Context: an optimization exercise on an open-source flow, tuned for small area, a short achievable clock period and few clock cycles. The choices shown serve that exercise and are no tape-out recipe. The RTL was checked by simulation tests, not by an equivalence proof against the original design. No activity file was given, so power comes from the tool's default toggle rates.

`flow/config.mk`:
```
export PLATFORM = sky130hd
export DESIGN_NAME = regr_solve
export DESIGN_NICKNAME = regr_solve
export VERILOG_FILES = /design/flow/design.v
export SDC_FILE = /design/flow/constraint.sdc
export NUM_CORES = 4
export LEC_CHECK = 0
export CAP_MARGIN = 20
export CORE_MARGIN = 2
export CORE_UTILIZATION = 55
export SLEW_MARGIN = 20
```
`flow/constraint.sdc`:
```
create_clock -name core_clock -period 20.0 [get_ports {clk}]
set_input_delay 4.0000 -clock core_clock [delete_from_list [all_inputs] [get_ports {clk}]]
set_output_delay 4.0000 -clock core_clock [all_outputs]
set_load 0.01 [all_outputs]
```
`flow/design.v`:
```
module regr_solve (
    input  wire                clk,
    input  wire                rst,
    input  wire                start,
    input  wire [16:0]         n_in,
    input  wire [39:0]         sx_in,
    input  wire signed [47:0]  sy_in,
    input  wire [63:0]         sxx_in,
    input  wire signed [71:0]  sxy_in,
    output wire                ready,
    output wire                done,
    output wire                degen,
    output wire signed [81:0]  delta,
    output wire signed [89:0]  bnum,
    output wire signed [105:0] b
);
    reg [16:0] r_n;
    reg [39:0] r_sx;
    reg [47:0] r_sy;
    reg [63:0] r_sxx;
    reg [71:0] r_sxy;
    reg [81:0] s_d;         
    reg [82:0] c_d;         
    reg [89:0] s_b, c_b;    
    reg [3:0]  m_i;         
    reg [7:0]  m_k;         
    reg        m_neg, m_degen;
    reg        m_run, m_res, m_prep, m_full;
    wire [39:0] in_or  = sx_in | {23'd0, n_in};
    wire [4:0]  in_ge  = {|in_or[39:33], |in_or[39:25], |in_or[39:17], |in_or[39:9], 1'b1};
    wire [3:0]  in_top = in_ge[4] ? 4'd10 : in_ge[3] ? 4'd8 : in_ge[2] ? 4'd6 : in_ge[1] ? 4'd4 : 4'd2;
    function [2:0] bdec;    
        input [2:0] tr;
        input       flip;
        begin
            bdec[0] = tr[0] ^ tr[1];
            bdec[1] = (tr == 3'b011) | (tr == 3'b100);
            bdec[2] = flip ? (~tr[2] & (tr[1] | tr[0])) : (tr[2] & ~(tr[1] & tr[0]));
        end
    endfunction
    function [11:0] bdec4;
        input [4:0] wn, ws;
        begin
            bdec4 = {bdec(wn[4:2], 1'b0), bdec(wn[2:0], 1'b0),
                     bdec(ws[4:2], 1'b1), bdec(ws[2:0], 1'b1)};
        end
    endfunction
    reg  [11:0] m_dg;
    wire [44:0] sx_ext = {4'd0, r_sx, 1'b0};
    wire [20:0] n_ext  = {3'd0, r_n, 1'b0};
    wire [3:0]  nx_i   = m_i - 4'd1;
    wire [4:0]  nx_ws  = sx_ext[{nx_i, 2'b00} +: 5];
    wire [4:0]  nx_wn  = (nx_i <= 4'd4) ? n_ext[{nx_i[2:0], 2'b00} +: 5] : 5'd0;
    wire [11:0] nx_dg  = bdec4(nx_wn, nx_ws);
    function [11:0] fdec;
        input [1:0] wn, ws;
        begin
            fdec = {3'b000, 1'b0, wn[1] & wn[0], wn[1] ^ wn[0],
                    3'b000, ws[1] | ws[0], ws[1] & ws[0], ws[1] ^ ws[0]};
        end
    endfunction
    wire [11:0] in_dg = (in_ge[4]              ? fdec(2'b00, {1'b0, sx_in[39]}) : 12'd0)
                      | (in_ge[3] & ~in_ge[4]  ? fdec(2'b00, sx_in[32:31])      : 12'd0)
                      | (in_ge[2] & ~in_ge[3]  ? fdec(2'b00, sx_in[24:23])      : 12'd0)
                      | (in_ge[1] & ~in_ge[2]  ? fdec(n_in[16:15], sx_in[16:15]) : 12'd0)
                      | (~in_ge[1]             ? fdec(n_in[8:7], sx_in[8:7])    : 12'd0);
    wire [2:0] dn1 = m_dg[11:9];
    wire [2:0] dn0 = m_dg[8:6];
    wire [2:0] ds1 = m_dg[5:3];
    wire [2:0] ds0 = m_dg[2:0];
    wire [81:0] sxx_e = {18'd0, r_sxx};
    wire [81:0] sx_e  = {42'd0, r_sx};
    wire [89:0] sxy_e = {{18{r_sxy[71]}}, r_sxy};
    wire [89:0] sy_e  = {{42{r_sy[47]}}, r_sy};
    function [81:0] pp82;
        input [81:0] x;
        input [2:0]  dg;
        begin
            pp82 = ((dg[0] ? x : 82'd0) | (dg[1] ? {x[80:0], 1'b0} : 82'd0)) ^ {82{dg[2]}};
        end
    endfunction
    function [89:0] pp90;
        input [89:0] x;
        input [2:0]  dg;
        begin
            pp90 = ((dg[0] ? x : 90'd0) | (dg[1] ? {x[88:0], 1'b0} : 90'd0)) ^ {90{dg[2]}};
        end
    endfunction
    wire [81:0] pd_a1 = pp82(sxx_e, dn1), pd_a0 = pp82(sxx_e, dn0);
    wire [81:0] pd_b1 = pp82(sx_e,  ds1), pd_b0 = pp82(sx_e,  ds0);
    wire [89:0] pb_a1 = pp90(sxy_e, dn1), pb_a0 = pp90(sxy_e, dn0);
    wire [89:0] pb_b1 = pp90(sy_e,  ds1), pb_b0 = pp90(sy_e,  ds0);
    function [163:0] csa82;    
        input [81:0] x, y, z;
        begin
            csa82 = {(x[80:0] & y[80:0]) | (x[80:0] & z[80:0]) | (y[80:0] & z[80:0]), 1'b0, x ^ y ^ z};
        end
    endfunction
    function [179:0] csa90;
        input [89:0] x, y, z;
        begin
            csa90 = {(x[88:0] & y[88:0]) | (x[88:0] & z[88:0]) | (y[88:0] & z[88:0]), 1'b0, x ^ y ^ z};
        end
    endfunction
    wire [81:0]  d_x  = {s_d[77:0], 1'b0, dn1[2], 1'b0, dn0[2]};
    wire [81:0]  d_y  = {c_d[77:0], 1'b0, ds1[2], 1'b0, ds0[2]};
    wire [163:0] d_1a = csa82(d_x, d_y, {pd_a1[79:0], 2'b00});
    wire [163:0] d_1b = csa82({pd_b1[79:0], 2'b00}, pd_a0, pd_b0);
    wire [163:0] d_2  = csa82(d_1a[81:0], d_1a[163:82], d_1b[81:0]);
    wire [163:0] d_3  = csa82(d_2[81:0], d_2[163:82], d_1b[163:82]);
    wire [89:0]  b_x  = {s_b[85:0], 1'b0, dn1[2], 1'b0, dn0[2]};
    wire [89:0]  b_y  = {c_b[85:0], 1'b0, ds1[2], 1'b0, ds0[2]};
    wire [179:0] b_1a = csa90(b_x, b_y, {pb_a1[87:0], 2'b00});
    wire [179:0] b_1b = csa90({pb_b1[87:0], 2'b00}, pb_a0, pb_b0);
    wire [179:0] b_2  = csa90(b_1a[89:0], b_1a[179:90], b_1b[89:0]);
    wire [179:0] b_3  = csa90(b_2[89:0], b_2[179:90], b_1b[179:90]);
    wire [88:0] b_chg = s_b[88:0] ^ s_b[89:1];
    wire [127:0] lb_x = {39'd0, b_chg};
    wire [63:0] lb_v1;
    wire [63:0] lb_p1;
    assign lb_v1[0] = lb_x[1] | lb_x[0];
    assign lb_p1[0] = lb_x[1];
    assign lb_v1[1] = lb_x[3] | lb_x[2];
    assign lb_p1[1] = lb_x[3];
    assign lb_v1[2] = lb_x[5] | lb_x[4];
    assign lb_p1[2] = lb_x[5];
    assign lb_v1[3] = lb_x[7] | lb_x[6];
    assign lb_p1[3] = lb_x[7];
    assign lb_v1[4] = lb_x[9] | lb_x[8];
    assign lb_p1[4] = lb_x[9];
    assign lb_v1[5] = lb_x[11] | lb_x[10];
    assign lb_p1[5] = lb_x[11];
    assign lb_v1[6] = lb_x[13] | lb_x[12];
    assign lb_p1[6] = lb_x[13];
    assign lb_v1[7] = lb_x[15] | lb_x[14];
    assign lb_p1[7] = lb_x[15];
    assign lb_v1[8] = lb_x[17] | lb_x[16];
    assign lb_p1[8] = lb_x[17];
    assign lb_v1[9] = lb_x[19] | lb_x[18];
    assign lb_p1[9] = lb_x[19];
    assign lb_v1[10] = lb_x[21] | lb_x[20];
    assign lb_p1[10] = lb_x[21];
    assign lb_v1[11] = lb_x[23] | lb_x[22];
    assign lb_p1[11] = lb_x[23];
    assign lb_v1[12] = lb_x[25] | lb_x[24];
    assign lb_p1[12] = lb_x[25];
    assign lb_v1[13] = lb_x[27] | lb_x[26];
    assign lb_p1[13] = lb_x[27];
    assign lb_v1[14] = lb_x[29] | lb_x[28];
    assign lb_p1[14] = lb_x[29];
    assign lb_v1[15] = lb_x[31] | lb_x[30];
    assign lb_p1[15] = lb_x[31];
    assign lb_v1[16] = lb_x[33] | lb_x[32];
    assign lb_p1[16] = lb_x[33];
    assign lb_v1[17] = lb_x[35] | lb_x[34];
    assign lb_p1[17] = lb_x[35];
    assign lb_v1[18] = lb_x[37] | lb_x[36];
    assign lb_p1[18] = lb_x[37];
    assign lb_v1[19] = lb_x[39] | lb_x[38];
    assign lb_p1[19] = lb_x[39];
    assign lb_v1[20] = lb_x[41] | lb_x[40];
    assign lb_p1[20] = lb_x[41];
    assign lb_v1[21] = lb_x[43] | lb_x[42];
    assign lb_p1[21] = lb_x[43];
    assign lb_v1[22] = lb_x[45] | lb_x[44];
    assign lb_p1[22] = lb_x[45];
    assign lb_v1[23] = lb_x[47] | lb_x[46];
    assign lb_p1[23] = lb_x[47];
    assign lb_v1[24] = lb_x[49] | lb_x[48];
    assign lb_p1[24] = lb_x[49];
    assign lb_v1[25] = lb_x[51] | lb_x[50];
    assign lb_p1[25] = lb_x[51];
    assign lb_v1[26] = lb_x[53] | lb_x[52];
    assign lb_p1[26] = lb_x[53];
    assign lb_v1[27] = lb_x[55] | lb_x[54];
    assign lb_p1[27] = lb_x[55];
    assign lb_v1[28] = lb_x[57] | lb_x[56];
    assign lb_p1[28] = lb_x[57];
    assign lb_v1[29] = lb_x[59] | lb_x[58];
    assign lb_p1[29] = lb_x[59];
    assign lb_v1[30] = lb_x[61] | lb_x[60];
    assign lb_p1[30] = lb_x[61];
    assign lb_v1[31] = lb_x[63] | lb_x[62];
    assign lb_p1[31] = lb_x[63];
    assign lb_v1[32] = lb_x[65] | lb_x[64];
    assign lb_p1[32] = lb_x[65];
    assign lb_v1[33] = lb_x[67] | lb_x[66];
    assign lb_p1[33] = lb_x[67];
    assign lb_v1[34] = lb_x[69] | lb_x[68];
    assign lb_p1[34] = lb_x[69];
    assign lb_v1[35] = lb_x[71] | lb_x[70];
    assign lb_p1[35] = lb_x[71];
    assign lb_v1[36] = lb_x[73] | lb_x[72];
    assign lb_p1[36] = lb_x[73];
    assign lb_v1[37] = lb_x[75] | lb_x[74];
    assign lb_p1[37] = lb_x[75];
    assign lb_v1[38] = lb_x[77] | lb_x[76];
    assign lb_p1[38] = lb_x[77];
    assign lb_v1[39] = lb_x[79] | lb_x[78];
    assign lb_p1[39] = lb_x[79];
    assign lb_v1[40] = lb_x[81] | lb_x[80];
    assign lb_p1[40] = lb_x[81];
    assign lb_v1[41] = lb_x[83] | lb_x[82];
    assign lb_p1[41] = lb_x[83];
    assign lb_v1[42] = lb_x[85] | lb_x[84];
    assign lb_p1[42] = lb_x[85];
    assign lb_v1[43] = lb_x[87] | lb_x[86];
    assign lb_p1[43] = lb_x[87];
    assign lb_v1[44] = lb_x[89] | lb_x[88];
    assign lb_p1[44] = lb_x[89];
    assign lb_v1[45] = lb_x[91] | lb_x[90];
    assign lb_p1[45] = lb_x[91];
    assign lb_v1[46] = lb_x[93] | lb_x[92];
    assign lb_p1[46] = lb_x[93];
    assign lb_v1[47] = lb_x[95] | lb_x[94];
    assign lb_p1[47] = lb_x[95];
    assign lb_v1[48] = lb_x[97] | lb_x[96];
    assign lb_p1[48] = lb_x[97];
    assign lb_v1[49] = lb_x[99] | lb_x[98];
    assign lb_p1[49] = lb_x[99];
    assign lb_v1[50] = lb_x[101] | lb_x[100];
    assign lb_p1[50] = lb_x[101];
    assign lb_v1[51] = lb_x[103] | lb_x[102];
    assign lb_p1[51] = lb_x[103];
    assign lb_v1[52] = lb_x[105] | lb_x[104];
    assign lb_p1[52] = lb_x[105];
    assign lb_v1[53] = lb_x[107] | lb_x[106];
    assign lb_p1[53] = lb_x[107];
    assign lb_v1[54] = lb_x[109] | lb_x[108];
    assign lb_p1[54] = lb_x[109];
    assign lb_v1[55] = lb_x[111] | lb_x[110];
    assign lb_p1[55] = lb_x[111];
    assign lb_v1[56] = lb_x[113] | lb_x[112];
    assign lb_p1[56] = lb_x[113];
    assign lb_v1[57] = lb_x[115] | lb_x[114];
    assign lb_p1[57] = lb_x[115];
    assign lb_v1[58] = lb_x[117] | lb_x[116];
    assign lb_p1[58] = lb_x[117];
    assign lb_v1[59] = lb_x[119] | lb_x[118];
    assign lb_p1[59] = lb_x[119];
    assign lb_v1[60] = lb_x[121] | lb_x[120];
    assign lb_p1[60] = lb_x[121];
    assign lb_v1[61] = lb_x[123] | lb_x[122];
    assign lb_p1[61] = lb_x[123];
    assign lb_v1[62] = lb_x[125] | lb_x[124];
    assign lb_p1[62] = lb_x[125];
    assign lb_v1[63] = lb_x[127] | lb_x[126];
    assign lb_p1[63] = lb_x[127];
    wire [31:0] lb_v2;
    wire [63:0] lb_p2;
    assign lb_v2[0] = lb_v1[1] | lb_v1[0];
    assign lb_p2[1:0] = lb_v1[1] ? {1'b1, lb_p1[1:1]} : {1'b0, lb_p1[0:0]};
    assign lb_v2[1] = lb_v1[3] | lb_v1[2];
    assign lb_p2[3:2] = lb_v1[3] ? {1'b1, lb_p1[3:3]} : {1'b0, lb_p1[2:2]};
    assign lb_v2[2] = lb_v1[5] | lb_v1[4];
    assign lb_p2[5:4] = lb_v1[5] ? {1'b1, lb_p1[5:5]} : {1'b0, lb_p1[4:4]};
    assign lb_v2[3] = lb_v1[7] | lb_v1[6];
    assign lb_p2[7:6] = lb_v1[7] ? {1'b1, lb_p1[7:7]} : {1'b0, lb_p1[6:6]};
    assign lb_v2[4] = lb_v1[9] | lb_v1[8];
    assign lb_p2[9:8] = lb_v1[9] ? {1'b1, lb_p1[9:9]} : {1'b0, lb_p1[8:8]};
    assign lb_v2[5] = lb_v1[11] | lb_v1[10];
    assign lb_p2[11:10] = lb_v1[11] ? {1'b1, lb_p1[11:11]} : {1'b0, lb_p1[10:10]};
    assign lb_v2[6] = lb_v1[13] | lb_v1[12];
    assign lb_p2[13:12] = lb_v1[13] ? {1'b1, lb_p1[13:13]} : {1'b0, lb_p1[12:12]};
    assign lb_v2[7] = lb_v1[15] | lb_v1[14];
    assign lb_p2[15:14] = lb_v1[15] ? {1'b1, lb_p1[15:15]} : {1'b0, lb_p1[14:14]};
    assign lb_v2[8] = lb_v1[17] | lb_v1[16];
    assign lb_p2[17:16] = lb_v1[17] ? {1'b1, lb_p1[17:17]} : {1'b0, lb_p1[16:16]};
    assign lb_v2[9] = lb_v1[19] | lb_v1[18];
    assign lb_p2[19:18] = lb_v1[19] ? {1'b1, lb_p1[19:19]} : {1'b0, lb_p1[18:18]};
    assign lb_v2[10] = lb_v1[21] | lb_v1[20];
    assign lb_p2[21:20] = lb_v1[21] ? {1'b1, lb_p1[21:21]} : {1'b0, lb_p1[20:20]};
    assign lb_v2[11] = lb_v1[23] | lb_v1[22];
    assign lb_p2[23:22] = lb_v1[23] ? {1'b1, lb_p1[23:23]} : {1'b0, lb_p1[22:22]};
    assign lb_v2[12] = lb_v1[25] | lb_v1[24];
    assign lb_p2[25:24] = lb_v1[25] ? {1'b1, lb_p1[25:25]} : {1'b0, lb_p1[24:24]};
    assign lb_v2[13] = lb_v1[27] | lb_v1[26];
    assign lb_p2[27:26] = lb_v1[27] ? {1'b1, lb_p1[27:27]} : {1'b0, lb_p1[26:26]};
    assign lb_v2[14] = lb_v1[29] | lb_v1[28];
    assign lb_p2[29:28] = lb_v1[29] ? {1'b1, lb_p1[29:29]} : {1'b0, lb_p1[28:28]};
    assign lb_v2[15] = lb_v1[31] | lb_v1[30];
    assign lb_p2[31:30] = lb_v1[31] ? {1'b1, lb_p1[31:31]} : {1'b0, lb_p1[30:30]};
    assign lb_v2[16] = lb_v1[33] | lb_v1[32];
    assign lb_p2[33:32] = lb_v1[33] ? {1'b1, lb_p1[33:33]} : {1'b0, lb_p1[32:32]};
    assign lb_v2[17] = lb_v1[35] | lb_v1[34];
    assign lb_p2[35:34] = lb_v1[35] ? {1'b1, lb_p1[35:35]} : {1'b0, lb_p1[34:34]};
    assign lb_v2[18] = lb_v1[37] | lb_v1[36];
    assign lb_p2[37:36] = lb_v1[37] ? {1'b1, lb_p1[37:37]} : {1'b0, lb_p1[36:36]};
    assign lb_v2[19] = lb_v1[39] | lb_v1[38];
    assign lb_p2[39:38] = lb_v1[39] ? {1'b1, lb_p1[39:39]} : {1'b0, lb_p1[38:38]};
    assign lb_v2[20] = lb_v1[41] | lb_v1[40];
    assign lb_p2[41:40] = lb_v1[41] ? {1'b1, lb_p1[41:41]} : {1'b0, lb_p1[40:40]};
    assign lb_v2[21] = lb_v1[43] | lb_v1[42];
    assign lb_p2[43:42] = lb_v1[43] ? {1'b1, lb_p1[43:43]} : {1'b0, lb_p1[42:42]};
    assign lb_v2[22] = lb_v1[45] | lb_v1[44];
    assign lb_p2[45:44] = lb_v1[45] ? {1'b1, lb_p1[45:45]} : {1'b0, lb_p1[44:44]};
    assign lb_v2[23] = lb_v1[47] | lb_v1[46];
    assign lb_p2[47:46] = lb_v1[47] ? {1'b1, lb_p1[47:47]} : {1'b0, lb_p1[46:46]};
    assign lb_v2[24] = lb_v1[49] | lb_v1[48];
    assign lb_p2[49:48] = lb_v1[49] ? {1'b1, lb_p1[49:49]} : {1'b0, lb_p1[48:48]};
    assign lb_v2[25] = lb_v1[51] | lb_v1[50];
    assign lb_p2[51:50] = lb_v1[51] ? {1'b1, lb_p1[51:51]} : {1'b0, lb_p1[50:50]};
    assign lb_v2[26] = lb_v1[53] | lb_v1[52];
    assign lb_p2[53:52] = lb_v1[53] ? {1'b1, lb_p1[53:53]} : {1'b0, lb_p1[52:52]};
    assign lb_v2[27] = lb_v1[55] | lb_v1[54];
    assign lb_p2[55:54] = lb_v1[55] ? {1'b1, lb_p1[55:55]} : {1'b0, lb_p1[54:54]};
    assign lb_v2[28] = lb_v1[57] | lb_v1[56];
    assign lb_p2[57:56] = lb_v1[57] ? {1'b1, lb_p1[57:57]} : {1'b0, lb_p1[56:56]};
    assign lb_v2[29] = lb_v1[59] | lb_v1[58];
    assign lb_p2[59:58] = lb_v1[59] ? {1'b1, lb_p1[59:59]} : {1'b0, lb_p1[58:58]};
    assign lb_v2[30] = lb_v1[61] | lb_v1[60];
    assign lb_p2[61:60] = lb_v1[61] ? {1'b1, lb_p1[61:61]} : {1'b0, lb_p1[60:60]};
    assign lb_v2[31] = lb_v1[63] | lb_v1[62];
    assign lb_p2[63:62] = lb_v1[63] ? {1'b1, lb_p1[63:63]} : {1'b0, lb_p1[62:62]};
    wire [15:0] lb_v3;
    wire [47:0] lb_p3;
    assign lb_v3[0] = lb_v2[1] | lb_v2[0];
    assign lb_p3[2:0] = lb_v2[1] ? {1'b1, lb_p2[3:2]} : {1'b0, lb_p2[1:0]};
    assign lb_v3[1] = lb_v2[3] | lb_v2[2];
    assign lb_p3[5:3] = lb_v2[3] ? {1'b1, lb_p2[7:6]} : {1'b0, lb_p2[5:4]};
    assign lb_v3[2] = lb_v2[5] | lb_v2[4];
    assign lb_p3[8:6] = lb_v2[5] ? {1'b1, lb_p2[11:10]} : {1'b0, lb_p2[9:8]};
    assign lb_v3[3] = lb_v2[7] | lb_v2[6];
    assign lb_p3[11:9] = lb_v2[7] ? {1'b1, lb_p2[15:14]} : {1'b0, lb_p2[13:12]};
    assign lb_v3[4] = lb_v2[9] | lb_v2[8];
    assign lb_p3[14:12] = lb_v2[9] ? {1'b1, lb_p2[19:18]} : {1'b0, lb_p2[17:16]};
    assign lb_v3[5] = lb_v2[11] | lb_v2[10];
    assign lb_p3[17:15] = lb_v2[11] ? {1'b1, lb_p2[23:22]} : {1'b0, lb_p2[21:20]};
    assign lb_v3[6] = lb_v2[13] | lb_v2[12];
    assign lb_p3[20:18] = lb_v2[13] ? {1'b1, lb_p2[27:26]} : {1'b0, lb_p2[25:24]};
    assign lb_v3[7] = lb_v2[15] | lb_v2[14];
    assign lb_p3[23:21] = lb_v2[15] ? {1'b1, lb_p2[31:30]} : {1'b0, lb_p2[29:28]};
    assign lb_v3[8] = lb_v2[17] | lb_v2[16];
    assign lb_p3[26:24] = lb_v2[17] ? {1'b1, lb_p2[35:34]} : {1'b0, lb_p2[33:32]};
    assign lb_v3[9] = lb_v2[19] | lb_v2[18];
    assign lb_p3[29:27] = lb_v2[19] ? {1'b1, lb_p2[39:38]} : {1'b0, lb_p2[37:36]};
    assign lb_v3[10] = lb_v2[21] | lb_v2[20];
    assign lb_p3[32:30] = lb_v2[21] ? {1'b1, lb_p2[43:42]} : {1'b0, lb_p2[41:40]};
    assign lb_v3[11] = lb_v2[23] | lb_v2[22];
    assign lb_p3[35:33] = lb_v2[23] ? {1'b1, lb_p2[47:46]} : {1'b0, lb_p2[45:44]};
    assign lb_v3[12] = lb_v2[25] | lb_v2[24];
    assign lb_p3[38:36] = lb_v2[25] ? {1'b1, lb_p2[51:50]} : {1'b0, lb_p2[49:48]};
    assign lb_v3[13] = lb_v2[27] | lb_v2[26];
    assign lb_p3[41:39] = lb_v2[27] ? {1'b1, lb_p2[55:54]} : {1'b0, lb_p2[53:52]};
    assign lb_v3[14] = lb_v2[29] | lb_v2[28];
    assign lb_p3[44:42] = lb_v2[29] ? {1'b1, lb_p2[59:58]} : {1'b0, lb_p2[57:56]};
    assign lb_v3[15] = lb_v2[31] | lb_v2[30];
    assign lb_p3[47:45] = lb_v2[31] ? {1'b1, lb_p2[63:62]} : {1'b0, lb_p2[61:60]};
    wire [7:0] lb_v4;
    wire [31:0] lb_p4;
    assign lb_v4[0] = lb_v3[1] | lb_v3[0];
    assign lb_p4[3:0] = lb_v3[1] ? {1'b1, lb_p3[5:3]} : {1'b0, lb_p3[2:0]};
    assign lb_v4[1] = lb_v3[3] | lb_v3[2];
    assign lb_p4[7:4] = lb_v3[3] ? {1'b1, lb_p3[11:9]} : {1'b0, lb_p3[8:6]};
    assign lb_v4[2] = lb_v3[5] | lb_v3[4];
    assign lb_p4[11:8] = lb_v3[5] ? {1'b1, lb_p3[17:15]} : {1'b0, lb_p3[14:12]};
    assign lb_v4[3] = lb_v3[7] | lb_v3[6];
    assign lb_p4[15:12] = lb_v3[7] ? {1'b1, lb_p3[23:21]} : {1'b0, lb_p3[20:18]};
    assign lb_v4[4] = lb_v3[9] | lb_v3[8];
    assign lb_p4[19:16] = lb_v3[9] ? {1'b1, lb_p3[29:27]} : {1'b0, lb_p3[26:24]};
    assign lb_v4[5] = lb_v3[11] | lb_v3[10];
    assign lb_p4[23:20] = lb_v3[11] ? {1'b1, lb_p3[35:33]} : {1'b0, lb_p3[32:30]};
    assign lb_v4[6] = lb_v3[13] | lb_v3[12];
    assign lb_p4[27:24] = lb_v3[13] ? {1'b1, lb_p3[41:39]} : {1'b0, lb_p3[38:36]};
    assign lb_v4[7] = lb_v3[15] | lb_v3[14];
    assign lb_p4[31:28] = lb_v3[15] ? {1'b1, lb_p3[47:45]} : {1'b0, lb_p3[44:42]};
    wire [3:0] lb_v5;
    wire [19:0] lb_p5;
    assign lb_v5[0] = lb_v4[1] | lb_v4[0];
    assign lb_p5[4:0] = lb_v4[1] ? {1'b1, lb_p4[7:4]} : {1'b0, lb_p4[3:0]};
    assign lb_v5[1] = lb_v4[3] | lb_v4[2];
    assign lb_p5[9:5] = lb_v4[3] ? {1'b1, lb_p4[15:12]} : {1'b0, lb_p4[11:8]};
    assign lb_v5[2] = lb_v4[5] | lb_v4[4];
    assign lb_p5[14:10] = lb_v4[5] ? {1'b1, lb_p4[23:20]} : {1'b0, lb_p4[19:16]};
    assign lb_v5[3] = lb_v4[7] | lb_v4[6];
    assign lb_p5[19:15] = lb_v4[7] ? {1'b1, lb_p4[31:28]} : {1'b0, lb_p4[27:24]};
    wire [1:0] lb_v6;
    wire [11:0] lb_p6;
    assign lb_v6[0] = lb_v5[1] | lb_v5[0];
    assign lb_p6[5:0] = lb_v5[1] ? {1'b1, lb_p5[9:5]} : {1'b0, lb_p5[4:0]};
    assign lb_v6[1] = lb_v5[3] | lb_v5[2];
    assign lb_p6[11:6] = lb_v5[3] ? {1'b1, lb_p5[19:15]} : {1'b0, lb_p5[14:10]};
    wire [0:0] lb_v7;
    wire [6:0] lb_p7;
    assign lb_v7[0] = lb_v6[1] | lb_v6[0];
    assign lb_p7[6:0] = lb_v6[1] ? {1'b1, lb_p6[11:6]} : {1'b0, lb_p6[5:0]};
    wire lb_v = lb_v7[0];
    wire [6:0] lb_p = lb_p7;
    wire [127:0] ld_x = {47'd0, s_d[80:0]};
    wire [63:0] ld_v1;
    wire [63:0] ld_p1;
    assign ld_v1[0] = ld_x[1] | ld_x[0];
    assign ld_p1[0] = ld_x[1];
    assign ld_v1[1] = ld_x[3] | ld_x[2];
    assign ld_p1[1] = ld_x[3];
    assign ld_v1[2] = ld_x[5] | ld_x[4];
    assign ld_p1[2] = ld_x[5];
    assign ld_v1[3] = ld_x[7] | ld_x[6];
    assign ld_p1[3] = ld_x[7];
    assign ld_v1[4] = ld_x[9] | ld_x[8];
    assign ld_p1[4] = ld_x[9];
    assign ld_v1[5] = ld_x[11] | ld_x[10];
    assign ld_p1[5] = ld_x[11];
    assign ld_v1[6] = ld_x[13] | ld_x[12];
    assign ld_p1[6] = ld_x[13];
    assign ld_v1[7] = ld_x[15] | ld_x[14];
    assign ld_p1[7] = ld_x[15];
    assign ld_v1[8] = ld_x[17] | ld_x[16];
    assign ld_p1[8] = ld_x[17];
    assign ld_v1[9] = ld_x[19] | ld_x[18];
    assign ld_p1[9] = ld_x[19];
    assign ld_v1[10] = ld_x[21] | ld_x[20];
    assign ld_p1[10] = ld_x[21];
    assign ld_v1[11] = ld_x[23] | ld_x[22];
    assign ld_p1[11] = ld_x[23];
    assign ld_v1[12] = ld_x[25] | ld_x[24];
    assign ld_p1[12] = ld_x[25];
    assign ld_v1[13] = ld_x[27] | ld_x[26];
    assign ld_p1[13] = ld_x[27];
    assign ld_v1[14] = ld_x[29] | ld_x[28];
    assign ld_p1[14] = ld_x[29];
    assign ld_v1[15] = ld_x[31] | ld_x[30];
    assign ld_p1[15] = ld_x[31];
    assign ld_v1[16] = ld_x[33] | ld_x[32];
    assign ld_p1[16] = ld_x[33];
    assign ld_v1[17] = ld_x[35] | ld_x[34];
    assign ld_p1[17] = ld_x[35];
    assign ld_v1[18] = ld_x[37] | ld_x[36];
    assign ld_p1[18] = ld_x[37];
    assign ld_v1[19] = ld_x[39] | ld_x[38];
    assign ld_p1[19] = ld_x[39];
    assign ld_v1[20] = ld_x[41] | ld_x[40];
    assign ld_p1[20] = ld_x[41];
    assign ld_v1[21] = ld_x[43] | ld_x[42];
    assign ld_p1[21] = ld_x[43];
    assign ld_v1[22] = ld_x[45] | ld_x[44];
    assign ld_p1[22] = ld_x[45];
    assign ld_v1[23] = ld_x[47] | ld_x[46];
    assign ld_p1[23] = ld_x[47];
    assign ld_v1[24] = ld_x[49] | ld_x[48];
    assign ld_p1[24] = ld_x[49];
    assign ld_v1[25] = ld_x[51] | ld_x[50];
    assign ld_p1[25] = ld_x[51];
    assign ld_v1[26] = ld_x[53] | ld_x[52];
    assign ld_p1[26] = ld_x[53];
    assign ld_v1[27] = ld_x[55] | ld_x[54];
    assign ld_p1[27] = ld_x[55];
    assign ld_v1[28] = ld_x[57] | ld_x[56];
    assign ld_p1[28] = ld_x[57];
    assign ld_v1[29] = ld_x[59] | ld_x[58];
    assign ld_p1[29] = ld_x[59];
    assign ld_v1[30] = ld_x[61] | ld_x[60];
    assign ld_p1[30] = ld_x[61];
    assign ld_v1[31] = ld_x[63] | ld_x[62];
    assign ld_p1[31] = ld_x[63];
    assign ld_v1[32] = ld_x[65] | ld_x[64];
    assign ld_p1[32] = ld_x[65];
    assign ld_v1[33] = ld_x[67] | ld_x[66];
    assign ld_p1[33] = ld_x[67];
    assign ld_v1[34] = ld_x[69] | ld_x[68];
    assign ld_p1[34] = ld_x[69];
    assign ld_v1[35] = ld_x[71] | ld_x[70];
    assign ld_p1[35] = ld_x[71];
    assign ld_v1[36] = ld_x[73] | ld_x[72];
    assign ld_p1[36] = ld_x[73];
    assign ld_v1[37] = ld_x[75] | ld_x[74];
    assign ld_p1[37] = ld_x[75];
    assign ld_v1[38] = ld_x[77] | ld_x[76];
    assign ld_p1[38] = ld_x[77];
    assign ld_v1[39] = ld_x[79] | ld_x[78];
    assign ld_p1[39] = ld_x[79];
    assign ld_v1[40] = ld_x[81] | ld_x[80];
    assign ld_p1[40] = ld_x[81];
    assign ld_v1[41] = ld_x[83] | ld_x[82];
    assign ld_p1[41] = ld_x[83];
    assign ld_v1[42] = ld_x[85] | ld_x[84];
    assign ld_p1[42] = ld_x[85];
    assign ld_v1[43] = ld_x[87] | ld_x[86];
    assign ld_p1[43] = ld_x[87];
    assign ld_v1[44] = ld_x[89] | ld_x[88];
    assign ld_p1[44] = ld_x[89];
    assign ld_v1[45] = ld_x[91] | ld_x[90];
    assign ld_p1[45] = ld_x[91];
    assign ld_v1[46] = ld_x[93] | ld_x[92];
    assign ld_p1[46] = ld_x[93];
    assign ld_v1[47] = ld_x[95] | ld_x[94];
    assign ld_p1[47] = ld_x[95];
    assign ld_v1[48] = ld_x[97] | ld_x[96];
    assign ld_p1[48] = ld_x[97];
    assign ld_v1[49] = ld_x[99] | ld_x[98];
    assign ld_p1[49] = ld_x[99];
    assign ld_v1[50] = ld_x[101] | ld_x[100];
    assign ld_p1[50] = ld_x[101];
    assign ld_v1[51] = ld_x[103] | ld_x[102];
    assign ld_p1[51] = ld_x[103];
    assign ld_v1[52] = ld_x[105] | ld_x[104];
    assign ld_p1[52] = ld_x[105];
    assign ld_v1[53] = ld_x[107] | ld_x[106];
    assign ld_p1[53] = ld_x[107];
    assign ld_v1[54] = ld_x[109] | ld_x[108];
    assign ld_p1[54] = ld_x[109];
    assign ld_v1[55] = ld_x[111] | ld_x[110];
    assign ld_p1[55] = ld_x[111];
    assign ld_v1[56] = ld_x[113] | ld_x[112];
    assign ld_p1[56] = ld_x[113];
    assign ld_v1[57] = ld_x[115] | ld_x[114];
    assign ld_p1[57] = ld_x[115];
    assign ld_v1[58] = ld_x[117] | ld_x[116];
    assign ld_p1[58] = ld_x[117];
    assign ld_v1[59] = ld_x[119] | ld_x[118];
    assign ld_p1[59] = ld_x[119];
    assign ld_v1[60] = ld_x[121] | ld_x[120];
    assign ld_p1[60] = ld_x[121];
    assign ld_v1[61] = ld_x[123] | ld_x[122];
    assign ld_p1[61] = ld_x[123];
    assign ld_v1[62] = ld_x[125] | ld_x[124];
    assign ld_p1[62] = ld_x[125];
    assign ld_v1[63] = ld_x[127] | ld_x[126];
    assign ld_p1[63] = ld_x[127];
    wire [31:0] ld_v2;
    wire [63:0] ld_p2;
    assign ld_v2[0] = ld_v1[1] | ld_v1[0];
    assign ld_p2[1:0] = ld_v1[1] ? {1'b1, ld_p1[1:1]} : {1'b0, ld_p1[0:0]};
    assign ld_v2[1] = ld_v1[3] | ld_v1[2];
    assign ld_p2[3:2] = ld_v1[3] ? {1'b1, ld_p1[3:3]} : {1'b0, ld_p1[2:2]};
    assign ld_v2[2] = ld_v1[5] | ld_v1[4];
    assign ld_p2[5:4] = ld_v1[5] ? {1'b1, ld_p1[5:5]} : {1'b0, ld_p1[4:4]};
    assign ld_v2[3] = ld_v1[7] | ld_v1[6];
    assign ld_p2[7:6] = ld_v1[7] ? {1'b1, ld_p1[7:7]} : {1'b0, ld_p1[6:6]};
    assign ld_v2[4] = ld_v1[9] | ld_v1[8];
    assign ld_p2[9:8] = ld_v1[9] ? {1'b1, ld_p1[9:9]} : {1'b0, ld_p1[8:8]};
    assign ld_v2[5] = ld_v1[11] | ld_v1[10];
    assign ld_p2[11:10] = ld_v1[11] ? {1'b1, ld_p1[11:11]} : {1'b0, ld_p1[10:10]};
    assign ld_v2[6] = ld_v1[13] | ld_v1[12];
    assign ld_p2[13:12] = ld_v1[13] ? {1'b1, ld_p1[13:13]} : {1'b0, ld_p1[12:12]};
    assign ld_v2[7] = ld_v1[15] | ld_v1[14];
    assign ld_p2[15:14] = ld_v1[15] ? {1'b1, ld_p1[15:15]} : {1'b0, ld_p1[14:14]};
    assign ld_v2[8] = ld_v1[17] | ld_v1[16];
    assign ld_p2[17:16] = ld_v1[17] ? {1'b1, ld_p1[17:17]} : {1'b0, ld_p1[16:16]};
    assign ld_v2[9] = ld_v1[19] | ld_v1[18];
    assign ld_p2[19:18] = ld_v1[19] ? {1'b1, ld_p1[19:19]} : {1'b0, ld_p1[18:18]};
    assign ld_v2[10] = ld_v1[21] | ld_v1[20];
    assign ld_p2[21:20] = ld_v1[21] ? {1'b1, ld_p1[21:21]} : {1'b0, ld_p1[20:20]};
    assign ld_v2[11] = ld_v1[23] | ld_v1[22];
    assign ld_p2[23:22] = ld_v1[23] ? {1'b1, ld_p1[23:23]} : {1'b0, ld_p1[22:22]};
    assign ld_v2[12] = ld_v1[25] | ld_v1[24];
    assign ld_p2[25:24] = ld_v1[25] ? {1'b1, ld_p1[25:25]} : {1'b0, ld_p1[24:24]};
    assign ld_v2[13] = ld_v1[27] | ld_v1[26];
    assign ld_p2[27:26] = ld_v1[27] ? {1'b1, ld_p1[27:27]} : {1'b0, ld_p1[26:26]};
    assign ld_v2[14] = ld_v1[29] | ld_v1[28];
    assign ld_p2[29:28] = ld_v1[29] ? {1'b1, ld_p1[29:29]} : {1'b0, ld_p1[28:28]};
    assign ld_v2[15] = ld_v1[31] | ld_v1[30];
    assign ld_p2[31:30] = ld_v1[31] ? {1'b1, ld_p1[31:31]} : {1'b0, ld_p1[30:30]};
    assign ld_v2[16] = ld_v1[33] | ld_v1[32];
    assign ld_p2[33:32] = ld_v1[33] ? {1'b1, ld_p1[33:33]} : {1'b0, ld_p1[32:32]};
    assign ld_v2[17] = ld_v1[35] | ld_v1[34];
    assign ld_p2[35:34] = ld_v1[35] ? {1'b1, ld_p1[35:35]} : {1'b0, ld_p1[34:34]};
    assign ld_v2[18] = ld_v1[37] | ld_v1[36];
    assign ld_p2[37:36] = ld_v1[37] ? {1'b1, ld_p1[37:37]} : {1'b0, ld_p1[36:36]};
    assign ld_v2[19] = ld_v1[39] | ld_v1[38];
    assign ld_p2[39:38] = ld_v1[39] ? {1'b1, ld_p1[39:39]} : {1'b0, ld_p1[38:38]};
    assign ld_v2[20] = ld_v1[41] | ld_v1[40];
    assign ld_p2[41:40] = ld_v1[41] ? {1'b1, ld_p1[41:41]} : {1'b0, ld_p1[40:40]};
    assign ld_v2[21] = ld_v1[43] | ld_v1[42];
    assign ld_p2[43:42] = ld_v1[43] ? {1'b1, ld_p1[43:43]} : {1'b0, ld_p1[42:42]};
    assign ld_v2[22] = ld_v1[45] | ld_v1[44];
    assign ld_p2[45:44] = ld_v1[45] ? {1'b1, ld_p1[45:45]} : {1'b0, ld_p1[44:44]};
    assign ld_v2[23] = ld_v1[47] | ld_v1[46];
    assign ld_p2[47:46] = ld_v1[47] ? {1'b1, ld_p1[47:47]} : {1'b0, ld_p1[46:46]};
    assign ld_v2[24] = ld_v1[49] | ld_v1[48];
    assign ld_p2[49:48] = ld_v1[49] ? {1'b1, ld_p1[49:49]} : {1'b0, ld_p1[48:48]};
    assign ld_v2[25] = ld_v1[51] | ld_v1[50];
    assign ld_p2[51:50] = ld_v1[51] ? {1'b1, ld_p1[51:51]} : {1'b0, ld_p1[50:50]};
    assign ld_v2[26] = ld_v1[53] | ld_v1[52];
    assign ld_p2[53:52] = ld_v1[53] ? {1'b1, ld_p1[53:53]} : {1'b0, ld_p1[52:52]};
    assign ld_v2[27] = ld_v1[55] | ld_v1[54];
    assign ld_p2[55:54] = ld_v1[55] ? {1'b1, ld_p1[55:55]} : {1'b0, ld_p1[54:54]};
    assign ld_v2[28] = ld_v1[57] | ld_v1[56];
    assign ld_p2[57:56] = ld_v1[57] ? {1'b1, ld_p1[57:57]} : {1'b0, ld_p1[56:56]};
    assign ld_v2[29] = ld_v1[59] | ld_v1[58];
    assign ld_p2[59:58] = ld_v1[59] ? {1'b1, ld_p1[59:59]} : {1'b0, ld_p1[58:58]};
    assign ld_v2[30] = ld_v1[61] | ld_v1[60];
    assign ld_p2[61:60] = ld_v1[61] ? {1'b1, ld_p1[61:61]} : {1'b0, ld_p1[60:60]};
    assign ld_v2[31] = ld_v1[63] | ld_v1[62];
    assign ld_p2[63:62] = ld_v1[63] ? {1'b1, ld_p1[63:63]} : {1'b0, ld_p1[62:62]};
    wire [15:0] ld_v3;
    wire [47:0] ld_p3;
    assign ld_v3[0] = ld_v2[1] | ld_v2[0];
    assign ld_p3[2:0] = ld_v2[1] ? {1'b1, ld_p2[3:2]} : {1'b0, ld_p2[1:0]};
    assign ld_v3[1] = ld_v2[3] | ld_v2[2];
    assign ld_p3[5:3] = ld_v2[3] ? {1'b1, ld_p2[7:6]} : {1'b0, ld_p2[5:4]};
    assign ld_v3[2] = ld_v2[5] | ld_v2[4];
    assign ld_p3[8:6] = ld_v2[5] ? {1'b1, ld_p2[11:10]} : {1'b0, ld_p2[9:8]};
    assign ld_v3[3] = ld_v2[7] | ld_v2[6];
    assign ld_p3[11:9] = ld_v2[7] ? {1'b1, ld_p2[15:14]} : {1'b0, ld_p2[13:12]};
    assign ld_v3[4] = ld_v2[9] | ld_v2[8];
    assign ld_p3[14:12] = ld_v2[9] ? {1'b1, ld_p2[19:18]} : {1'b0, ld_p2[17:16]};
    assign ld_v3[5] = ld_v2[11] | ld_v2[10];
    assign ld_p3[17:15] = ld_v2[11] ? {1'b1, ld_p2[23:22]} : {1'b0, ld_p2[21:20]};
    assign ld_v3[6] = ld_v2[13] | ld_v2[12];
    assign ld_p3[20:18] = ld_v2[13] ? {1'b1, ld_p2[27:26]} : {1'b0, ld_p2[25:24]};
    assign ld_v3[7] = ld_v2[15] | ld_v2[14];
    assign ld_p3[23:21] = ld_v2[15] ? {1'b1, ld_p2[31:30]} : {1'b0, ld_p2[29:28]};
    assign ld_v3[8] = ld_v2[17] | ld_v2[16];
    assign ld_p3[26:24] = ld_v2[17] ? {1'b1, ld_p2[35:34]} : {1'b0, ld_p2[33:32]};
    assign ld_v3[9] = ld_v2[19] | ld_v2[18];
    assign ld_p3[29:27] = ld_v2[19] ? {1'b1, ld_p2[39:38]} : {1'b0, ld_p2[37:36]};
    assign ld_v3[10] = ld_v2[21] | ld_v2[20];
    assign ld_p3[32:30] = ld_v2[21] ? {1'b1, ld_p2[43:42]} : {1'b0, ld_p2[41:40]};
    assign ld_v3[11] = ld_v2[23] | ld_v2[22];
    assign ld_p3[35:33] = ld_v2[23] ? {1'b1, ld_p2[47:46]} : {1'b0, ld_p2[45:44]};
    assign ld_v3[12] = ld_v2[25] | ld_v2[24];
    assign ld_p3[38:36] = ld_v2[25] ? {1'b1, ld_p2[51:50]} : {1'b0, ld_p2[49:48]};
    assign ld_v3[13] = ld_v2[27] | ld_v2[26];
    assign ld_p3[41:39] = ld_v2[27] ? {1'b1, ld_p2[55:54]} : {1'b0, ld_p2[53:52]};
    assign ld_v3[14] = ld_v2[29] | ld_v2[28];
    assign ld_p3[44:42] = ld_v2[29] ? {1'b1, ld_p2[59:58]} : {1'b0, ld_p2[57:56]};
    assign ld_v3[15] = ld_v2[31] | ld_v2[30];
    assign ld_p3[47:45] = ld_v2[31] ? {1'b1, ld_p2[63:62]} : {1'b0, ld_p2[61:60]};
    wire [7:0] ld_v4;
    wire [31:0] ld_p4;
    assign ld_v4[0] = ld_v3[1] | ld_v3[0];
    assign ld_p4[3:0] = ld_v3[1] ? {1'b1, ld_p3[5:3]} : {1'b0, ld_p3[2:0]};
    assign ld_v4[1] = ld_v3[3] | ld_v3[2];
    assign ld_p4[7:4] = ld_v3[3] ? {1'b1, ld_p3[11:9]} : {1'b0, ld_p3[8:6]};
    assign ld_v4[2] = ld_v3[5] | ld_v3[4];
    assign ld_p4[11:8] = ld_v3[5] ? {1'b1, ld_p3[17:15]} : {1'b0, ld_p3[14:12]};
    assign ld_v4[3] = ld_v3[7] | ld_v3[6];
    assign ld_p4[15:12] = ld_v3[7] ? {1'b1, ld_p3[23:21]} : {1'b0, ld_p3[20:18]};
    assign ld_v4[4] = ld_v3[9] | ld_v3[8];
    assign ld_p4[19:16] = ld_v3[9] ? {1'b1, ld_p3[29:27]} : {1'b0, ld_p3[26:24]};
    assign ld_v4[5] = ld_v3[11] | ld_v3[10];
    assign ld_p4[23:20] = ld_v3[11] ? {1'b1, ld_p3[35:33]} : {1'b0, ld_p3[32:30]};
    assign ld_v4[6] = ld_v3[13] | ld_v3[12];
    assign ld_p4[27:24] = ld_v3[13] ? {1'b1, ld_p3[41:39]} : {1'b0, ld_p3[38:36]};
    assign ld_v4[7] = ld_v3[15] | ld_v3[14];
    assign ld_p4[31:28] = ld_v3[15] ? {1'b1, ld_p3[47:45]} : {1'b0, ld_p3[44:42]};
    wire [3:0] ld_v5;
    wire [19:0] ld_p5;
    assign ld_v5[0] = ld_v4[1] | ld_v4[0];
    assign ld_p5[4:0] = ld_v4[1] ? {1'b1, ld_p4[7:4]} : {1'b0, ld_p4[3:0]};
    assign ld_v5[1] = ld_v4[3] | ld_v4[2];
    assign ld_p5[9:5] = ld_v4[3] ? {1'b1, ld_p4[15:12]} : {1'b0, ld_p4[11:8]};
    assign ld_v5[2] = ld_v4[5] | ld_v4[4];
    assign ld_p5[14:10] = ld_v4[5] ? {1'b1, ld_p4[23:20]} : {1'b0, ld_p4[19:16]};
    assign ld_v5[3] = ld_v4[7] | ld_v4[6];
    assign ld_p5[19:15] = ld_v4[7] ? {1'b1, ld_p4[31:28]} : {1'b0, ld_p4[27:24]};
    wire [1:0] ld_v6;
    wire [11:0] ld_p6;
    assign ld_v6[0] = ld_v5[1] | ld_v5[0];
    assign ld_p6[5:0] = ld_v5[1] ? {1'b1, ld_p5[9:5]} : {1'b0, ld_p5[4:0]};
    assign ld_v6[1] = ld_v5[3] | ld_v5[2];
    assign ld_p6[11:6] = ld_v5[3] ? {1'b1, ld_p5[19:15]} : {1'b0, ld_p5[14:10]};
    wire [0:0] ld_v7;
    wire [6:0] ld_p7;
    assign ld_v7[0] = ld_v6[1] | ld_v6[0];
    assign ld_p7[6:0] = ld_v6[1] ? {1'b1, ld_p6[11:6]} : {1'b0, ld_p6[5:0]};
    wire ld_v = ld_v7[0];
    wire [6:0] ld_p = ld_p7;
    wire        p_neg = s_b[89];
    wire [82:0] p_dsum = {1'b0, s_d} + (m_res ? {1'b0, c_d[81:0]} : {s_d, 1'b0});
    wire [7:0]  p_k   = (lb_v ? 8'd89 - {1'b0, lb_p} : 8'd90) + {1'b0, ld_p} - {7'd0, p_neg};
    reg [81:0]  o_delta;
    reg [82:0]  o_d3;      
    reg [89:0]  o_bnum;
    reg [81:0]  rem;       
    reg [105:0] dq;        
    reg [5:0]   d_cnt;     
    reg         d_run, d_sign, o_neg, o_degen, o_done, o_ready;
    reg  [5:0]  d_pos;     
    wire [2:0]  x_f  = {m_k[2:1], 1'b0};
    wire [96:0] x_m  = {7'd0, c_b} << x_f;
    wire        x_12 = m_k >= 8'd96;
    wire        x_11 = ~x_12 & (m_k >= 8'd88);
    wire        x_10 = ~x_12 & ~x_11 & (m_k >= 8'd80);
    wire        x_9  = ~x_12 & ~x_11 & ~x_10 & (m_k >= 8'd72);
    wire        x_0  = m_k < 8'd72;
    wire [187:0] x_pair = (x_0  ? {75'd0, x_m, 16'd0} : 188'd0)
                        | (x_9  ? {3'd0, x_m, 88'd0}  : 188'd0)
                        | (x_10 ? {x_m[91:0], 96'd0}  : 188'd0)
                        | (x_11 ? {x_m[83:0], 104'd0} : 188'd0)
                        | (x_12 ? {x_m[75:0], 112'd0} : 188'd0);
    wire [5:0]  x_cnt = (x_12 ? 6'd5 : x_11 ? 6'd9 : x_10 ? 6'd13 : x_9 ? 6'd17 : 6'd53) - {4'd0, m_k[2:1]};
    wire [87:0] n_d   = {6'd0, o_delta};
    wire [87:0] n_d3  = {5'd0, o_d3};
    wire [87:0] n_a   = {{5{rem[81]}}, rem, dq[105]} ^ {88{d_pos[0]}};
    wire [87:0] n_b   = {{4{rem[81]}}, rem, dq[105:104]} ^ {88{d_pos[0]}};
    wire [87:0] n_s1  = n_a + n_d;
    wire [87:0] n_sm  = n_b + (d_pos[1] ? n_d3 : n_d);    
    wire [87:0] n_sp  = n_b + (d_pos[2] ? n_d : n_d3);    
    wire        n_q1  = ~(n_s1[87] ^ d_pos[5]);
    wire [87:0] n_ss  = (n_sm & {88{n_q1}}) | (n_sp & {88{~n_q1}});
    wire [87:0] n_w2  = n_ss ^ {{6{d_pos[5]}}, {41{d_pos[4]}}, {41{d_pos[3]}}};
    wire        n_q2  = ~n_w2[87];
    wire d_free = ~d_run & ~d_sign;
    wire xfer   = m_full & d_free;
    wire acc_st = start & o_ready;
    wire m_last = m_run & (m_i == 4'd0);
    wire d_last = d_run & (d_cnt == 6'd1);
    wire m_run_n  = acc_st | (m_run & ~m_last);
    wire m_res_n  = m_last;
    wire m_prep_n = m_res;
    wire m_full_n = (m_full & ~xfer) | m_prep;
    wire d_run_n  = (xfer & ~m_degen) | (d_run & ~d_last);
    wire d_sign_n = d_last & o_neg;
    wire rdy_n    = ~m_run_n & ~m_res_n & ~m_prep_n & (~m_full_n | (~d_run_n & ~d_sign_n));
    always @(posedge clk) begin
        if (rst) begin
            m_run   <= 1'b0;
            m_res   <= 1'b0;
            m_prep  <= 1'b0;
            m_full  <= 1'b0;
            d_run   <= 1'b0;
            d_sign  <= 1'b0;
            o_done  <= 1'b0;
            o_ready <= 1'b1;
        end else begin
            m_run   <= m_run_n;
            m_res   <= m_res_n;
            m_prep  <= m_prep_n;
            m_full  <= m_full_n;
            d_run   <= d_run_n;
            d_sign  <= d_sign_n;
            o_ready <= rdy_n;
            o_done  <= (xfer & m_degen) | (d_last & ~o_neg) | d_sign;
        end
    end
    always @(posedge clk) begin
        if (o_ready) begin
            r_n   <= n_in;
            r_sx  <= sx_in;
            r_sy  <= sy_in;
            r_sxx <= sxx_in;
            r_sxy <= sxy_in;
            s_d   <= 82'd0;
            c_d   <= 83'd0;
            s_b   <= 90'd0;
            c_b   <= 90'd0;
        end else if (m_run) begin
            s_d   <= d_3[81:0];
            c_d   <= {1'b0, d_3[163:82]};
            s_b   <= b_3[89:0];
            c_b   <= b_3[179:90];
        end else if (m_res) begin
            s_d   <= p_dsum[81:0];
            s_b   <= s_b + c_b;
        end else if (m_prep) begin
            c_b     <= p_neg ? ~s_b + 90'd1 : s_b;
            c_d     <= p_dsum;
            m_neg   <= p_neg;
            m_degen <= s_d[81] | ~ld_v;
            m_k     <= p_k;
        end
        m_i  <= o_ready ? in_top : nx_i;
        m_dg <= o_ready ? in_dg : nx_dg;
        rem   <= xfer ? x_pair[187:106] : n_w2[81:0];
        d_pos <= xfer ? 6'b111111 : ~n_w2[87:82];
        d_cnt <= xfer ? x_cnt : d_cnt - 6'd1;
        if (xfer) begin
            o_delta <= s_d;
            o_d3    <= c_d;
            o_bnum  <= s_b;
            o_neg   <= m_neg;
            o_degen <= m_degen;
            dq      <= x_pair[105:0];
        end else if (d_run) begin
            dq    <= {dq[103:0], n_q1, n_q2};
        end else if (d_sign) begin
            dq <= ~dq + 106'd1;
        end
    end
    assign ready = o_ready;
    assign done  = o_done;
    assign degen = o_degen;
    assign delta = o_delta;
    assign bnum  = o_bnum;
    assign b     = dq;
endmodule
```
`flow/flow/run.sh`:
```
#!/bin/bash
# The standard layout (standard.sh, unchanged synthesis and steps), with the
# ports buffered by buf_2 cells instead of the buffer that buffer_ports picks
# on its own. Each tool's output goes to the logs that standard.sh keeps;
# standard.sh's own output goes to standard.log.
set -e
export BUFFER_PORTS_ARGS="-buffer_cell sky130_fd_sc_hd__buf_2"
bash standard.sh > standard.log 2>&1
```
`flow/standard.sh`:
```
#!/bin/bash
# synth_recipe.tcl (not shown) runs the flow's synth.tcl, then flattens the netlist and writes it again
# the make line also repeats each setting of config.mk as NAME=value (left out here)
make -C /OpenROAD-flow-scripts/flow DESIGN_CONFIG=/design/flow/config.mk WORK_HOME=/design/flow/orfs CLKGATE_MAP_FILE= SYNTH_SCRIPT=/design/flow/synth_recipe.tcl "${@:-finish}"
```
==> impl_metrics.tcl <==
set metrics [dict create \
    final.min_clock_period_ps 7310 \
    global_route_wire_length_before_repair_um 594000 \
    final_routed_wirelength_um 407000 \
    synth_top_area_share 0.180 \
    cts_buffer_depth 3 \
    reg2reg_setup_slack_ps 12690 \
    finalMaxSlewViolations 0 \
    cp_data_required_time_ps 20640 \
    synth_compound_gate_area_share 0.210 \
    rsz0062_at_grt "no" \
    final.setup.tns_ps 0 \
    number_of_antenna_violations_at_the_first_check_in_global_routing 27 \
    drc 0 \
    synth_top_family_by_area "compound AO/OA/AOI/OAI gates" \
    groute.usage.overall 0.418 \
    drive_gt1_frac 0.107 \
    report.final.setup_viol 0 \
    fp.dieW_um 435 \
    p_leak_nw 46.1 \
    holdCritPathClass "flop to flop" \
    die_h_um 435 \
    worst_setup_hold_path_clk_slew_ps 60 \
    fillerInstances 16200 \
    hold_buffers 0 \
    netlist-cell-type-count 93 \
    vias_per_cell 6.56 \
    irDropWorstVdd_v 0.000134 \
    syn_area_per_cell_um2 8.78 \
    timing.slew.headroom 0.129 \
    timing.final.hold_violations 0 \
    timing.critical_path.depth 17 \
    postCtsSetupBuffers 0 \
    cpMostUsedCell "buf_4" \
    r2r_start "d_pos[0]" \
    yosysTopAreaCell "edfxtp_1" \
    synthCells 11600 \
    ys_seq_area_frac 0.271 \
    worst_ep_arrival_time_ps 7950 \
    cp_cell_sequence "buf_4 -> buf_4 -> xor2_1 -> ha_1 -> a21o_1 -> a21o_1 -> a21oi_1 -> o21ai_0 -> a211oi_1 -> o221ai_1 -> mux2i_1 -> nor2_4 -> buf_4 -> nand2_1 -> a2111oi_0 -> a211oi_1 -> a21boi_0" \
    skew_ps 38.2 \
    io-pin-count 525 \
    cts.root.buffer_cell "clkbuf_16" \
    synth.cell_area_mm2 0.102 \
    mappedNetlistNets 13100 \
    io_port_bufs 524 \
    power-per-cell-area_mw_per_mm2 147 \
    dpl.hpwl_um 317000 \
    synth.top_cells.by_area "edfxtp_1, fa_1, dfxtp_1" \
    multi_input_area_mm2 0.0680 \
    worstRegToRegCells 17 \
    numCtsBuffers 134 \
    synth_simple_gate_area_share 0.123 \
    fin_crit_sh 0.365 \
    synth_ff_type "edfxtp_1" \
    routed-via-count 94200 \
    yosysWarningCount 1 \
    reg2reg_to "rem[76]" \
    final_nets 13200 \
    achievable-frequency_mhz 137 \
    relative_area_change_from_synthesis_to_final_layout_pct 8.89 \
    drt_first_pass_iters 9 \
    gp_routability_congestion 1.03 \
    placed_cells 14100 \
    worst_path_dominant_cell_family "compound AO/OA/AOI/OAI gates" \
    worstSetupPathType "flop to flop" \
    timing.critical_path.to_type "flop" \
    cts_num_sinks 1076 \
    grt_start_max_net_pins 218 \
    async_reset_ff_frac 0 \
    number_of_nets_with_antenna_violations_after_routing 0 \
    grt.overflow.total 0 \
    crit_end "rem[76]" \
    setup.worst_path.start "d_pos[0]" \
    number_of_flip_flops_and_latches_in_the_synthesized_netlist 1076 \
    worst_pin_slew_ps 1290 \
    cts_resized 0 \
    layoutNonFillerInstCount 14400 \
    initial_utilization 0.552 \
    tritoncts "yes" \
    grt_pass1_vias 89300 \
    synth-xor-area-share 0.0939 \
    ff_latch_area_mm2 0.0277 \
    detail_route.wl_per_cell_um 28.3 \
    fp-row-count 158 \
    crit_fanout 65 \
    critPathSlowestCell "nor2_4" \
    synth_edf_count 613 \
    critical_path.max_stage_delay_ps 810 \
    max-cap-violations 0 \
    clock_latency_ps 830 \
    dr.first_iter.drc_count 13700 \
    outcome "no timing/DRC/antenna violations" \
    start_kind "flop" \
    dieArea_mm2 0.189 \
    arithmetic_cell_share_of_the_synthesized_area_counting_full_adders_half_adders_and_majority_gates 0.192 \
    muxShareOfSynthArea 0.0451 \
    buffer_and_inverter_count_on_the_worst_path 3 \
    cts.htree.levels 4 \
    core_mm2 0.185 \
]
==> worst min-delay path by stage <==
stage | slack (ps) | from | cells past startpoint | end
after floorplan | 400 | m_neg | 0 | o_neg
after global placement | 430 | c_d[82] | 0 | o_d3[82]
after detailed placement | 440 | c_d[82] | 0 | o_d3[82]
after CTS | 450 | c_d[82] | 0 | o_d3[82]
after global routing | 470 | c_d[82] | 0 | o_d3[82]
final | 470 | c_d[82] | 0 | o_d3[82]
==> synth_stat cells (23+ instances only) <==
cell type	count
inv_1	1029
a21oi_1	1023
nand2_1	950
nor2_1	922
xnor2_1	701
fa_1	632
edfxtp_1	613
clkbuf_1	584
ha_1	559
o21ai_0	544
a22oi_1	471
dfxtp_1	463
xor2_1	394
a21o_1	315
mux2_2	216
a211oi_1	180
mux2i_1	177
nor3_1	163
nand3_1	138
nand4_1	132
buf_1	123
o21bai_1	92
o22ai_1	89
a221oi_1	84
a31oi_1	73
and3_1	71
nor4_1	70
nor2b_1	65
o31ai_1	51
nand2b_1	50
o211ai_1	49
or3_1	44
and2_1	33
o311ai_0	29
or4_1	28
o21a_1	27
and4_1	26
o21ai_1	26
a22o_1	24
or2_2	24
a311oi_1	23
o221ai_1	23
==> flip-flops by register name, summed over array words and instances (netlist names), 4 cells and up <==
signal and flops:
dq 106, r_n 17, r_sy 48, m_k 7, o_d3 83, o_delta 82, d_pos 6, rem 82
m_i 4, r_sx 40, s_d 82, m_dg 12, c_b 90, c_d 83, d_cnt 6, s_b 90
o_bnum 90, r_sxy 72, r_sxx 64
==> cells by family after synthesis <==
group,Yosys count
buffers and inverters,1750
flip-flops,1076
adder cells (fa/ha/maj),1191
XOR/XNOR,1095
AND/OR/NAND/NOR,2777
AO/OA/AOI/OAI,3336
multiplexers,411
==> worst reg2reg max path, delay by kind of cell (launching register included) <==
kind	cells	cell delay, ps
mux	1	250
flops	1	410
xor+xnor	1	400
buf+inv	3	2240
compound gates	9	2150
fa+ha+maj	1	320
simple gates	2	1380
==> per-stage QoR <==
| stage | area (um^2) | hold slack (ps) | setup WS, ps | power [W] | utilization |
|---|---|---|---|---|---|
| 2_1_floorplan | 102000 | 400 | 10370 | 0.0106 | - |
| 3_3_place_gp | 107000 | 432 | 12910 | 0.0134 | 0.576 |
| 3_5_place_dp | 107000 | 437 | 12940 | 0.0135 | 0.576 |
| 4_1_cts | 111000 | 450 | 12880 | 0.0161 | 0.600 |
| 5_1_grt | 111000 | 470 | 12550 | 0.0174 | 0.601 |
| 6_report | 111000 | 465 | 12690 | 0.0164 | 0.601 |
==> report_power, final <==
group	switching (W)	total, W	internal (W)
Combinational	0.00659	0.0108	0.00416
Sequential	0.000415	0.00306	0.00265
Clock	0.00109	0.00253	0.00145
Total	0.00809	0.0163	0.00826
==> cell usage in the layout (no fill, tap or decap), drive strengths merged, types with 27 or more instances in the layout <==
master  count
nand3     139
a211oi    180
and3       72
a22oi     471
nand2     952
mux2      216
nand4     133
mux2i     177
ha        559
or2        28
and2       33
dfxtp     463
fa        632
o21ai     570
a21o      315
buf       687
edfxtp    613
xor2      394
nand2b     50
nor2      924
inv      1049
a31oi      73
o311ai     34
clkinv     42
or4        31
o21bai     92
xnor2     701
clkbuf    177
o21a       27
o31ai      51
nor2b      65
a21oi    1023
o22ai      89
nor3      165
or3        46
a221oi     84
o211ai     49
nor4       72
==> final cells by class <==
class                      instances  share of cell area
sequential                      1076               0.250
clock inverter                    73             0.00753
multi-input combinational       8810               0.612
inverter                        1036              0.0352
timing repair buffer             689              0.0350
clock buffer                     175              0.0328
antenna                           19            0.000428
tap                             2480              0.0279
==> per-layer routing <==
layer / global-route usage / routed length (um) / up-vias / share of wire
met5: 0 / 62 / - / 0.00015
met4: 0.215 / 25200 / 10 / 0.062
met3: 0.126 / 53600 / 812 / 0.13
met2: 0.577 / 163000 / 5923 / 0.40
met1: 0.587 / 165000 / 46000 / 0.40
li1: - / - / 41500 / -
Testbench counts, summed over its fixed seeds: cycles 18,823.

## port drivers added, routing unchanged
No port has a modelled driver above. Below, the same layout with a new extraction and two added sets of constraints.
Step 1: set_driving_cell puts a clkbuf_16 on clk and a buf_2 on each other input, an assumption about the parent block.
Step 2, shift: input delay + t, output delay - t, t = (earliest + latest rising clock arrival at the registers) / 2. This alone moves slack from input paths to output paths.
a / b / c = ideal / step 1 / step 2; a / b = the first two.
t, ns: 0.909
slack for setup (ns): 12.694 / 12.694 / 12.694
worst setup path after step 2: register to register
worst register clock-pin slew, ns: 0.07 / 0.07
After both steps setup and hold are still met in this run. For this run, drivers alone change the setup slack by 0.000 ns; drivers and shift together by 0.000 ns.
